This is an optimization exercise on Yosys and OpenROAD, whose aim is small area, a short achievable clock period and few clock cycles per item, not a production implementation.
Function was checked by simulation only, so behaviour that the tests miss may differ from the original.
No driver is modelled on the clock port, so clocking that relies on it looks cheaper here than on a real chip.

==> flow/design.v (outline; a module is shown in full before it is edited, if it fits) <==
// module comp_blend: 293 lines
// module comp_blend_bc: 827 lines
// module comp_blend_ba: 517 lines
// module comp_blend_am: 478 lines
module comp_blend (
    input  wire         clk,
    input  wire         rst,          
    input  wire         in_valid,
    output wire         in_ready,
    input  wire [7:0]   l_en,         
    input  wire [63:0]  z_order,      
    input  wire [79:0]  g_alpha,      
    input  wire [35:0]  bg_colour,    
    input  wire [9:0]   bg_alpha,     
    input  wire [1:0]   depth_sel,    
    input  wire [1:0]   rot,          
    input  wire [2:0]   x_lo,         
    input  wire [2:0]   y_lo,         
    input  wire [287:0] l_colour,     
    input  wire [79:0]  l_alpha,      
    input  wire [7:0]   l_inside,     
    output wire         out_valid,
    input  wire         out_ready,
    output reg  [11:0]  out_c0,       
    output reg  [11:0]  out_c1,       
    output reg  [11:0]  out_c2,       
    output reg  [9:0]   out_alpha,    
    output reg  [9:0]   out_key       
);
  // ...
==> flow/flow/run.sh <==
#!/bin/bash
set -euo pipefail
here=$(cd "$(dirname "$0")" && pwd)
export BUFFER_PORTS_ARGS="-buffer_cell sky130_fd_sc_hd__buf_1"
export POST_CTS_TCL="$here/post_cts.tcl"
bash standard.sh finish > standard.log 2>&1
==> flow/flow/post_cts.tcl <==
# Extra setup repair after clock tree synthesis (sourced by ORFS's cts.tcl).
estimate_parasitics -placement
puts "post_cts: worst slack before [sta::worst_slack -max]"
repair_timing -setup -setup_margin 38 -skip_last_gasp -verbose
set result [catch { detailed_placement } msg]
if { $result != 0 } {
  error "Detailed placement failed after the extra repair: $msg"
}
check_placement -verbose
estimate_parasitics -placement
puts "post_cts: worst slack after [sta::worst_slack -max]"
==> flow/standard.sh <==
#!/bin/bash
# synth_recipe.tcl (not shown) runs the flow's synth.tcl, then flattens the netlist and writes it again
# the make line also repeats each setting of config.mk as NAME=value (left out here)
make -C /OpenROAD-flow-scripts/flow DESIGN_CONFIG=/design/flow/config.mk WORK_HOME=/design/flow/orfs CLKGATE_MAP_FILE= SYNTH_SCRIPT=/design/flow/synth_recipe.tcl "${@:-finish}"
==> flow/config.mk <==
export PLATFORM = sky130hd
export DESIGN_NAME = comp_blend
export DESIGN_NICKNAME = comp_blend
export VERILOG_FILES = /design/flow/design.v
export SDC_FILE = /design/flow/constraint.sdc
export NUM_CORES = 4
export LEC_CHECK = 0
export CAP_MARGIN = 20
export CORE_MARGIN = 2
export CORE_UTILIZATION = 40
export SETUP_SLACK_MARGIN = 4
export SLEW_MARGIN = 20
==> flow/constraint.sdc <==
create_clock -name core_clock -period 50.0 [get_ports {clk}]
set_input_delay 10.0000 -clock core_clock [delete_from_list [all_inputs] [get_ports {clk}]]
set_output_delay 10.0000 -clock core_clock [all_outputs]
set_load 0.01 [all_outputs]
==> impl_metrics.csv, run 1 <==
group,metric,value,unit
logic_synthesis,synth_top_cell_by_area,"sky130_fd_sc_hd__fa_1",
worst_setup_path,crit_family,"compound AO/OA/AOI/OAI gates",
global_routing,global_route_wire_length_before_repair,300000,microns
detailed_routing,routed_vias,47700,
layout,nMultiInputCombCells,4136,
layout,nClkBuffers,52,
logic_synthesis,synth_cell_type_count,88,
die,std_cell_rows,134,
logic_synthesis,share_of_flip_flops_with_an_asynchronous_set_or_reset_after_synthesis,0,%
die,floorplan.die_area,137000,sq um
layout,stdcell_count,8109,
logic_synthesis,synth.top_cells.by_count,"940 x sky130_fd_sc_hd__inv_1, 635 x sky130_fd_sc_hd__fa_1, 513 x sky130_fd_sc_hd__ha_1, 467 x sky130_fd_sc_hd__nand2_1, 365 x sky130_fd_sc_hd__edfxtp_1",
layout,multi_input_area,39200,sq um
logic_synthesis,synth_most_common_cell,"sky130_fd_sc_hd__inv_1",
detailed_routing,detail_route.wirelength,203000,microns
layout,multi_input_area_share,63.7,%
logic_synthesis,post_synth_fa_ha_maj_area_fraction,35.7,%
layout,layout.non_clock_inverters,945,
worst_hold_path,holdPathEnd,"p2c[10]$_DFFE_PN_",
logic_synthesis,syn_inst,5710,
sta,final_worst_clock_skew,40.3,ps
logic_synthesis,postSynthRegisterBits,373,
worst_setup_path,ff2ff_setup_slack,37850,ps
logic_synthesis,synth_fp_nets,7446,
global_routing,grt_max_degree,62,
run,cap_violations,0,
status,status,"timing/DRC/antenna clean",
detailed_routing,drtPass1Iterations,10,
worst_hold_path,worstHoldPathCells,0,
placed_design,placed_cells,7938,
worst_setup_path,worstPathBufferInverterCount,2,
layout,buffers,780,
detailed_routing,maxUsedRoutingLayer,"met5",
placed_design,port_buffers,643,
sta,maxSlewViolCount,0,
sta,worstMarginPinSlew,1230,ps
worst_setup_path,critical_path.cell_chain,"buf_12, clkinv_8, ha_4, nor2b_1, o21a_1, o21a_1, o21ai_1, a21oi_2, o31ai_4, o22ai_2, or4_1, maj3_2, o2bb2a_4",
cts,clock_sinks,373,
Testbench counts, summed over its fixed seeds: cycles 6,242, items 2,400.
==> inputs of run 2 (changes only) <==
==> flow/flow/post_cts.tcl (replaced) <==
# Extra setup repair after clock tree synthesis (sourced by ORFS's cts.tcl).
estimate_parasitics -placement
puts "post_cts: worst slack before [sta::worst_slack -max]"
repair_timing -setup -setup_margin 39 -skip_last_gasp -verbose
set result [catch { detailed_placement } msg]
if { $result != 0 } {
  error "Detailed placement failed after the extra repair: $msg"
}
check_placement -verbose
estimate_parasitics -placement
puts "post_cts: worst slack after [sta::worst_slack -max]"
==> run 2 against run 1 <==
  * Final cell count is 0.83% higher
  * Critical path depth stayed put
  * Critical endpoint unchanged
  * Sequential share of layout area is 0.33 points lower
  * Worst setup slack better by 21 ps
  * Register-to-register slack better by 320 ps
==> impl_metrics.csv, run 2 <==
group,metric,value,unit
worst_setup_path,data_arrival_at_the_endpoint_of_the_critical_path,12640,ps
worst_setup_path,critical_path.endpoint_type,"register",
cts,clock_insertion_delay_worst_skew,640,ps
worst_setup_path,crit_required,50380,ps
die,top_level_ports,646,
global_routing,grt_antenna_before_repair,40,
die,die_height,371,microns
sta,timing.max_slew.rel_slack,20.5,%
sta,finalHoldViolations,0,
logic_synthesis,synth_fp_nets,7446,
logic_synthesis,synth_edf_count,365,
layout,final_layout_size_suffix_gt1_share,11.2,%
logic_synthesis,yosysWarningCount,3,
run,cap_violations,0,
die,initial_core_util,40.3,%
logic_synthesis,synth_top_cell_by_area,"sky130_fd_sc_hd__fa_1",
layout,number_of_filler_cells_placed_in_the_layout,12900,
sta,finalCritPeriodShare,24.5,%
die,die_width,371,microns
worst_setup_path,crit_type,"in -> reg",
cts,clkSlewWorstSetupHoldPaths,50,ps
sta,max_freq,0.0816,GHz
logic_synthesis,syn_inst,5710,
logic_synthesis,synth-seq-area-share,20.7,%
placed_design,gp_routability_congestion,0.962,
detailed_routing,drt_first_iter_violations,4520,
detailed_routing,drtPass1Iterations,10,
die,core_area,133000,sq um
sta,worstMarginPinSlew,1190,ps
layout,layout_common_cells,"901 x sky130_fd_sc_hd__inv_1, 616 x sky130_fd_sc_hd__fa_1, 576 x sky130_fd_sc_hd__buf_1, 489 x sky130_fd_sc_hd__ha_1, 465 x sky130_fd_sc_hd__nand2_1",
worst_setup_path,critical_path_peak_fanout,5,
global_routing,grt_util_all_layers,29.3,%
sta,maxSlewViolCount,0,
layout,stdcell_count,8176,
logic_synthesis,synth-main-ff-cell,"sky130_fd_sc_hd__edfxtp_1",
status,status,"timing/DRC/antenna clean",
global_routing,global_route_wire_length_before_repair,304000,microns
placed_design,detailedPlacementHpwl,155000,microns
sta,grt_setup_unrepaired,"no",
cts,clock_sinks,373,
sta,final.setup.tns,0,ps
placed_design,port_buffers,643,
worst_setup_path,startpoint_type,"primary input",
detailed_routing,drc,0,
sta,setup_viol,0,
logic_synthesis,synth.top_cells.by_count,"940 x sky130_fd_sc_hd__inv_1, 635 x sky130_fd_sc_hd__fa_1, 513 x sky130_fd_sc_hd__ha_1, 467 x sky130_fd_sc_hd__nand2_1, 365 x sky130_fd_sc_hd__edfxtp_1",
detailed_routing,routed_vias,48100,
logic_synthesis,postSynthAreaPerCell,9.42,sq um
layout,synthesis_to_layout_area_growth,16.5,%
logic_synthesis,synth_top_area_share,23.6,%
logic_synthesis,synth_most_common_cell,"sky130_fd_sc_hd__inv_1",
detailed_routing,ant_nets,0,
logic_synthesis,postSynthRegisterBits,373,
global_routing,grt_max_degree,62,
worst_hold_path,hp-class,"reg -> reg",
detailed_routing,avgViaCountPerCell,5.88,
logic_synthesis,post_synth_instance_area,53800,sq um
logic_synthesis,synth_top_cells_by_area,"sky130_fd_sc_hd__fa_1 24%, sky130_fd_sc_hd__edfxtp_1 20%, sky130_fd_sc_hd__ha_1 12%, sky130_fd_sc_hd__inv_1 6.6%, sky130_fd_sc_hd__a22oi_1 3.9%",
placed_design,placed_cells,7938,
cts,cts_tree,"done",
sta,final_worst_clock_skew,35.8,ps
global_routing,overflow,0,
detailed_routing,post_drt_wl_per_cell,25.0,microns
logic_synthesis,share_of_flip_flops_with_an_asynchronous_set_or_reset_after_synthesis,0,%
sta,final.min_clock_period,12260,ps
logic_synthesis,synth_cell_type_count,88,
layout,layout.cells.most_common,"sky130_fd_sc_hd__inv_1",
detailed_routing,detail_route.wirelength,205000,microns
global_routing,via_count_of_the_first_global_routing_pass,49800,
die,floorplan.die_area,137000,sq um
layout,layout.nets,8087,
die,std_cell_rows,134,
run 2: cell type report:
type | instances | area [sq um] | area share, %
repair buffers | 847 | 4390 | 7.00
multi-input cells | 4136 | 39600 | 63.2
well taps | 1768 | 2210 | 3.53
clock buffers | 52 | 1240 | 1.97
flip-flops and latches | 373 | 11100 | 17.7
diodes | 18 | 45.0 | 0.0718
clock inverters | 37 | 458 | 0.730
inverters | 945 | 3620 | 5.77
run 2: cells by family (layout without fill, tap and decap cells):
family / count (synthesis) / after routing / share of synthesized area, %
flip-flops: 373 / 373 / 20.7
AND/OR/NAND/NOR: 1561 / 1561 / 14.7
XOR/XNOR: 160 / 160 / 2.63
buffers and inverters: 1201 / 1881 / 8.48
other: 0 / 18 / 0
AO/OA/AOI/OAI: 1154 / 1154 / 15.7
adder cells (fa/ha/maj): 1157 / 1157 / 35.7
multiplexers: 104 / 104 / 2.07
run 2: metrics by stage:
stage	setup WS (ps)	instance area [sq um]	hold WS (ps)	utilization, %
floorplan	37190	53800	400	-
global placement	36030	58100	403	43.5
detailed placement	36040	58100	406	43.5
global route	37570	62700	422	47.0
finish	37740	62700	416	47.0
run 2: critical path, stage by stage:
cell and delay, ps:
sky130_fd_sc_hd__buf_12 100, sky130_fd_sc_hd__clkinv_8 90, sky130_fd_sc_hd__ha_4 220, sky130_fd_sc_hd__nor2b_1 130, sky130_fd_sc_hd__o21a_1 160, sky130_fd_sc_hd__o21a_1 160, sky130_fd_sc_hd__o21ai_1 170, sky130_fd_sc_hd__a21oi_2 90
sky130_fd_sc_hd__o31ai_4 370, sky130_fd_sc_hd__o22ai_2 160, sky130_fd_sc_hd__or4_1 420, sky130_fd_sc_hd__maj3_2 350, sky130_fd_sc_hd__o2bb2a_4 200
run 2: worst paths after layout:
path | end | cells after the start | start | slack, ps
worst max register to register | d2[9]$_DFFE_PP_ | 54 | p2first$_DFFE_PN_ | 38170
worst min-delay path | p2c[10]$_DFFE_PN_ | 0 | p1c[10]$_DFFE_PN_ | 420
worst min register to register | p2c[10]$_DFFE_PN_ | 0 | p1c[10]$_DFFE_PN_ | 420
worst max-delay path | hcb[2]$_DFFE_PP_ | 13 | z_order[41] | 37740
run 2: layer usage:
metal  track usage, %  vias up  routed length (microns)
li1                 -    21200                        -
met2             47.1     2490                    92900
met3             6.42      640                    18100
met1             36.8    23700                    81300
met4             15.5       30                    12100
met5                0        -                      199

what the ideal ports hide:
No port has a modelled driver above. Below, the same layouts with a new extraction and two added sets of constraints.
Step 1 assumes that a clkbuf_16 drives the clock port and a buf_2 every other input.
Step 2 moves the port delays by t, midway between the first and last clock arrival at a register: inputs arrive t later, outputs are due t later. That takes back most of the time a late clock gives input paths.
Three values: ideal ports, drivers, drivers and shift; two values: the first two.
| run | t (ns) | slack for setup (ns) | worst hold slack (ns) |
|---|---|---|---|
| run 1 | 0.706 | 37.724 / 37.745 / 37.039 | 0.417 / 0.417 / 0.417 |
| run 2 | 0.708 | 37.744 / 37.767 / 37.059 | 0.416 / 0.416 / 0.416 |
After both steps every run listed still meets setup and hold.
